Background: an optimization exercise with open tools, aiming at small area and a short achievable clock period. Do not read the settings as production practice.
Function was checked by simulation only, so behaviour that the tests miss may differ from the original.

==> flow/design.v, too long to show whole: its modules and the start of the top module <==
// module crc_ax2: 3 lines
// module crc_a2: 3 lines
// module crc_x2: 3 lines
// module crc_engine: 2328 lines
// module crc_units: 117 lines
module crc_units (
    input  wire        clk,
    input  wire        rst_n,
    input  wire        req_valid,
    input  wire        req_write,
    input  wire [15:0] req_addr,     
    input  wire [1:0]  req_size,     
    input  wire [31:0] req_wdata,
    output reg         rsp_valid,
    output reg         rsp_err,
    output reg  [31:0] rsp_rdata
);
  // ...
==> flow/run.sh <==
#!/bin/bash
# synth_recipe.tcl (not shown) runs the flow's synth.tcl, then flattens the netlist and writes it again
# the make line also repeats each setting of config.mk as NAME=value (left out here)
make -C /OpenROAD-flow-scripts/flow DESIGN_CONFIG=/design/flow/config.mk WORK_HOME=/design/flow/orfs CLKGATE_MAP_FILE= SYNTH_SCRIPT=/design/flow/synth_recipe.tcl finish
==> flow/config.mk <==
export PLATFORM = sky130hd
export DESIGN_NAME = crc_units
export DESIGN_NICKNAME = crc_units
export VERILOG_FILES = /design/flow/design.v
export SDC_FILE = /design/flow/constraint.sdc
export NUM_CORES = 4
export LEC_CHECK = 0
export CAP_MARGIN = 20
export CORE_MARGIN = 2
export CORE_UTILIZATION = 25
export PLACE_DENSITY = 0.4
export SLEW_MARGIN = 20
export SYNTH_HIERARCHICAL = 1
==> flow/constraint.sdc <==
create_clock -name core_clock -period 70.0 [get_ports {clk}]
set_input_delay 14.0000 -clock core_clock [delete_from_list [all_inputs] [get_ports {clk}]]
set_output_delay 14.0000 -clock core_clock [all_outputs]
set_load 0.01 [all_outputs]
==> summary.md, run 1 <==
| Metric | Value |
|---|---|
| Top cells by count, synth | 1328 x nand2_1, 1084 x xor2_1, 544 x edfxtp_1 |
| GR Util met2 | ~33% |
| Routed length on met1 | 87000 um |
| Post-synth ARST share | 0% |
| CP Launch Type | input port |
| # DRC | 0 |
| Status | timing/DRC/antenna clean |
| Area of the mapped netlist | ~47000 sq um |
| Total of max-cap violations | 0 |
| Arrival time worst endpoint | approximately 19 ns |
| Routed WL | about 200000 um |
| Hold/Removal Path Class | reg -> reg |
| Reg2Reg Depth | 57 |
| Synth top area cells | edfxtp_1 34%, xor2_1 20%, nand2_1 11%, mux4_2 9.5%, dfxtp_1 6.0% |
| Total CTS buffers | between 70 and 80 |
| Register area | about 19000 sq um |
| Max-slew violations | 0 |
| RSZ-0062 raised after global routing | no |
| Clock Latency Late Sink | between 0.6 and 0.7 ns |
| Leading cell type in the layout, fill and taps excluded | nand2_1 |
| Final std cells w/o fill | between 7000 and 8000 |
| Worst setup EP type | register |
| Seq_cells | slightly below 700 |
| Fin crit share | roughly a quarter |
| M1 GR Usage | between 20 and 30% |
| Top-count cell post-synth | nand2_1 |
| Post-DP HPWL | roughly 140000 um |
| Min-delay src | poly[3][10] |
| Max layer used | met5 |
| Root buffer cell | clkbuf_16 |
| Final net count | slightly below 5000 |
| Metal2 WL | 93000 um |
| Slew @ Worst Pin | around 1.2 ns |
| Area leader, netlist | edfxtp_1 |
| Worst-path clk slew | 0.06 ns |
| GRT Total Usage | between 20% and 30% |
| Antenna violations before repair | 12 |
==> run 2: changes to the inputs <==
==> flow/flow/run.sh (new file) <==
#!/bin/bash
# Standard ORFS layout, with timing repair aimed at a setup slack margin so
# that the resizer works on the achieved period (the SDC is unchanged).
set -euo pipefail
MARGIN=$(cat flow/margin.txt)
bash standard.sh SETUP_SLACK_MARGIN=$MARGIN finish > flow_make.log 2>&1
==> flow/flow/margin.txt (new file) <==
54
==> flow/standard.sh (new file) <==
#!/bin/bash
# synth_recipe.tcl (not shown) runs the flow's synth.tcl, then flattens the netlist and writes it again
# the make line also repeats each setting of config.mk as NAME=value (left out here)
make -C /OpenROAD-flow-scripts/flow DESIGN_CONFIG=/design/flow/config.mk WORK_HOME=/design/flow/orfs CLKGATE_MAP_FILE= SYNTH_SCRIPT=/design/flow/synth_recipe.tcl "${@:-finish}"
--- a/flow/config.mk
+++ b/flow/config.mk
@@ -9,4 +9,4 @@
 export CORE_MARGIN = 2
-export CORE_UTILIZATION = 25
-export PLACE_DENSITY = 0.4
+export CORE_UTILIZATION = 40
+export PLACE_DENSITY = 0.6
 export SLEW_MARGIN = 20
removed: flow/run.sh
==> summary.md, run 2 <==
| Metric | Value |
|---|---|
| Status | timing/DRC/antenna clean |
| Clock Latency Late Sink | 0.65 ns (-0.02 ns) |
| Clock sink count | ~690 |
| Pre-Repair DR Iteration Count | 6 |
| Total grt overflow | 0 |
| Area share of xor/xnor cells in the synthesized design | about a fifth |
| Leading cell type in the layout, fill and taps excluded | nand2_1 |
| # DRC | 0 (unchanged) |
| Most frequent cells in the layout | 1304 x nand2_1, 1076 x xor2_1, 544 x edfxtp_1 |
| CORE AREA | 118000 sq um |
| Top cells by count, synth | 1328 x nand2_1, 1084 x xor2_1, 544 x edfxtp_1 |
| Critical path peak fanout | 28 |
| Largest family of logic cells by synthesized area | XOR/XNOR gates |
| CP Launch Type | input port |
| Slew @ Worst Pin | 1.24 ns (+0.00262 ns) |
| Compound-Gate Fraction of Synth Area | around 7.1% |
| GRT Total Usage | 29.4% (+9.4 points) |
| First-pass GRT wire length | 263000 um |
| Vias in the first global route | around 36000 |
| Register area share after synthesis | between 40% and 50% |
| CTS tree | built |
| Synth top area share | approximately a third |
| Post-synth top flop | edfxtp_1 |
| Seq cells post-synth | a little under 700 |
| Fin crit period | ~16 ns |
| Die extent in y | roughly 350 um |
| Area of the mapped netlist | 47400 sq um (unchanged) |
| Initial DRC count | around 4400 |
| GPL Wtd Cong | between 0.9 and 1 |
| Final net count | 4934 (+1.2%) |
| Data required time at the worst endpoint | approximately 71 ns |
| Top-count cell post-synth | nand2_1 |
| Yosys cell types | around 80 |
| Die Wd | about 350 um |
| Starting Density | 40.2% |
| Worst setup EP type | register |
| Port Buffers | 87 |
| Final setup fails | 0 |
| Area leader, netlist | edfxtp_1 |
| Simple-Gate Fraction of Synth Area | between 10 and 15% |
| Fin. Hold Viols | 0 |
| EDFF count, synth | around 540 |
| Total of max-cap violations | 0 (unchanged) |
| Post-synth ARST share | 0% (unchanged) |
| H-tree Lvls | 3 |
| Post-CTS Hold Fix Bufs | 0 |
| Clock Skews | about 0.046 ns |
| Root buffer cell | clkbuf_16 |
| Arrival time worst endpoint | 17.00 ns (-1.84 ns) |
| Mapped Cells | ~4700 |
| Syn Area/Cell | 10.2 sq um |
| Layout area overhead | 17.5% |
| CTS Buffer Depth | 3 |
| DIE AREA | between 100000 and 150000 sq um |
| Via-per-instance ratio | 5.95 |
| Row count | 126 |
| Kind of critical path | in -> reg |
| Antenna violations before repair | 22 (+10) |
| Antenna viol nets, final | 0 |
| Fillers | roughly 11000 |
| Rel. slew slack | 16.6% |
| Total number of vias | 38500 |
| Share of cells above drive strength 1 | ~18% |
| Mux cell area share after synthesis | between 10% and 20% |
| Max-slew violations | 0 (unchanged) |
| Routed len/inst | 28.1 um |
| Setup_tns | 0 ns |
| Hold/Removal Path Class | reg -> reg |
| IO Pins | 88 |
| Post-DP HPWL | 125000 um (-11%) |
| Adder-cell share of the synthesized area | 0.106% |
| Fmax achieved | 0.0606 GHz |
| Fin crit share | 23.6% (-2.6 points) |
| Largest net degree at the start of global routing | 67 |
| Routed WL | 182000 um (-7.9%) |
| Worst-path clk slew | 0.07 ns (about the same) |
| Total CTS buffers | 72 (-6.5%) |
| RSZ-0062 raised after global routing | yes |
| Synth top area cells | edfxtp_1 34%, xor2_1 20%, nand2_1 11%, mux4_2 9.5%, dfxtp_1 6.0% |
| Ys Warns | 16 |
[run 2: cell counts after synthesis]
No cell type changed its count.
[run 2: worst paths after layout]
check | start | end | slack, ns | cells after the start
min reg2reg | poly[0][0] | p_poly[0] | 0.64 | 1
min | poly[0][0] | p_poly[0] | 0.64 | 1
max | req_addr[6] | rsp_rdata[2] | 53.51 | 12
max reg2reg | p_wm1[1] | rsp_rdata[2] | 54.61 | 58
[run 2: modules after synthesis, one instance, submodules excluded]
| module | cells inside | area [sq um] | flops+latches |
|---|---|---|---|
| crc_ax2 | 3 | 16.3 | 0 |
| crc_a2 | 1 | 6.26 | 0 |
| crc_x2 | 1 | 8.76 | 0 |
| crc_units | 1918 | 29100 | 686 |
| crc_engine | 608 | 4980 | 0 |
[run 2: through the flow]
stage | instances | hold slack, ns | area, sq um | setup WS, ns | utilization [%]
floorplan | 4660 | 0.547 | 48000 | 53.31 | -
global placement | 6239 | 0.628 | 51000 | 51.36 | 43.3
detailed placement | 6239 | 0.631 | 51000 | 51.30 | 43.3
CTS | 6441 | 0.645 | 54900 | 53.55 | 46.7
global route | 6468 | 0.653 | 55700 | 53.47 | 47.3
finish | 6473 | 0.636 | 55700 | 53.51 | 47.3
[run 2: critical path, stage by stage]
cell and delay [ns]:
clkbuf_8 0.19, mux2_2 0.38, o21ai_4 0.13, buf_6 0.29, inv_4 0.24, nand2_8 0.21, nor3_1 0.12, a222oi_1 0.56
o221ai_1 0.28, xor2_1 0.19, a221oi_1 0.26, o31ai_1 0.10
[run 2: cell type report]
| class | instances | area [sq um] | share of cell area, % |
|---|---|---|---|
| multi-input cells | 3762 | 28700 | 51.6 |
| flip-flops and latches | 686 | 19200 | 34.5 |
| repair buffers | 318 | 3300 | 5.92 |
| clock buffers | 91 | 2000 | 3.59 |
| well taps | 1536 | 1920 | 3.45 |
| clock inverters | 39 | 383 | 0.687 |
| inverters | 35 | 154 | 0.276 |
| diodes | 5 | 12.5 | 0.0225 |
| repair inverters | 1 | 6.26 | 0.0112 |
[run 2: timing repair]
item	4_1_cts	5_1_grt
setup endpoints to repair	822	625
cloned	23	1
pin swaps	44	51
gates resized for setup	165	104
setup buffers	49	26
[run 2: logic make-up (layout without fill, tap and decap cells)]
logic type | after synthesis | after routing
multiplexers | 424 | 424
other | 1 | 12
XOR/XNOR | 1126 | 1126
buffers and inverters | 217 | 484
flip-flops | 686 | 686
AND/OR/NAND/NOR | 1688 | 1692
AO/OA/AOI/OAI | 508 | 509
adder cells (fa/ha/maj) | 4 | 4
[run 2: routing by layer]
| metal | GRT usage [%] | wire length [um] |
|---|---|---|
| met3 | 6.50 | 18100 |
| met1 | 39.6 | 72900 |
| met4 | 10.8 | 7610 |
| met5 | 0 | 118 |
| met2 | 46.6 | 83300 |

==> afterwards: timing with drivers on the ports <==
How much do the figures lean on ideal ports? The routed layouts below were timed once more, with nothing changed but the port constraints. Step 1: set_driving_cell puts a clkbuf_16 on clk and a buf_2 on each other input, an assumption about the parent block. Step 2 adds t to the input delays and takes it off the output delays; t is the mean of the earliest and latest rising clock arrival at the registers after step 1. Input paths then give back, and output paths get back, about the clock's delay inside the block. Three values: ideal ports, drivers, drivers and shift; two values: the first two.
run	t (ns)	setup slack, ns	hold WS [ns]	worst setup path at the end	clock arrival spread, ns
run 1	0.723	51.680 / 51.660 / 50.937	0.619 / 0.619 / 0.619	input to register	0.038 / 0.038
run 2	0.692	53.510 / 53.291 / 52.600	0.636 / 0.636 / 0.636	input to register	0.047 / 0.047
After both steps every run listed still meets setup and hold. For run 2, which loses most, drivers alone change the setup slack by -0.219 ns; drivers and shift together by -0.910 ns.
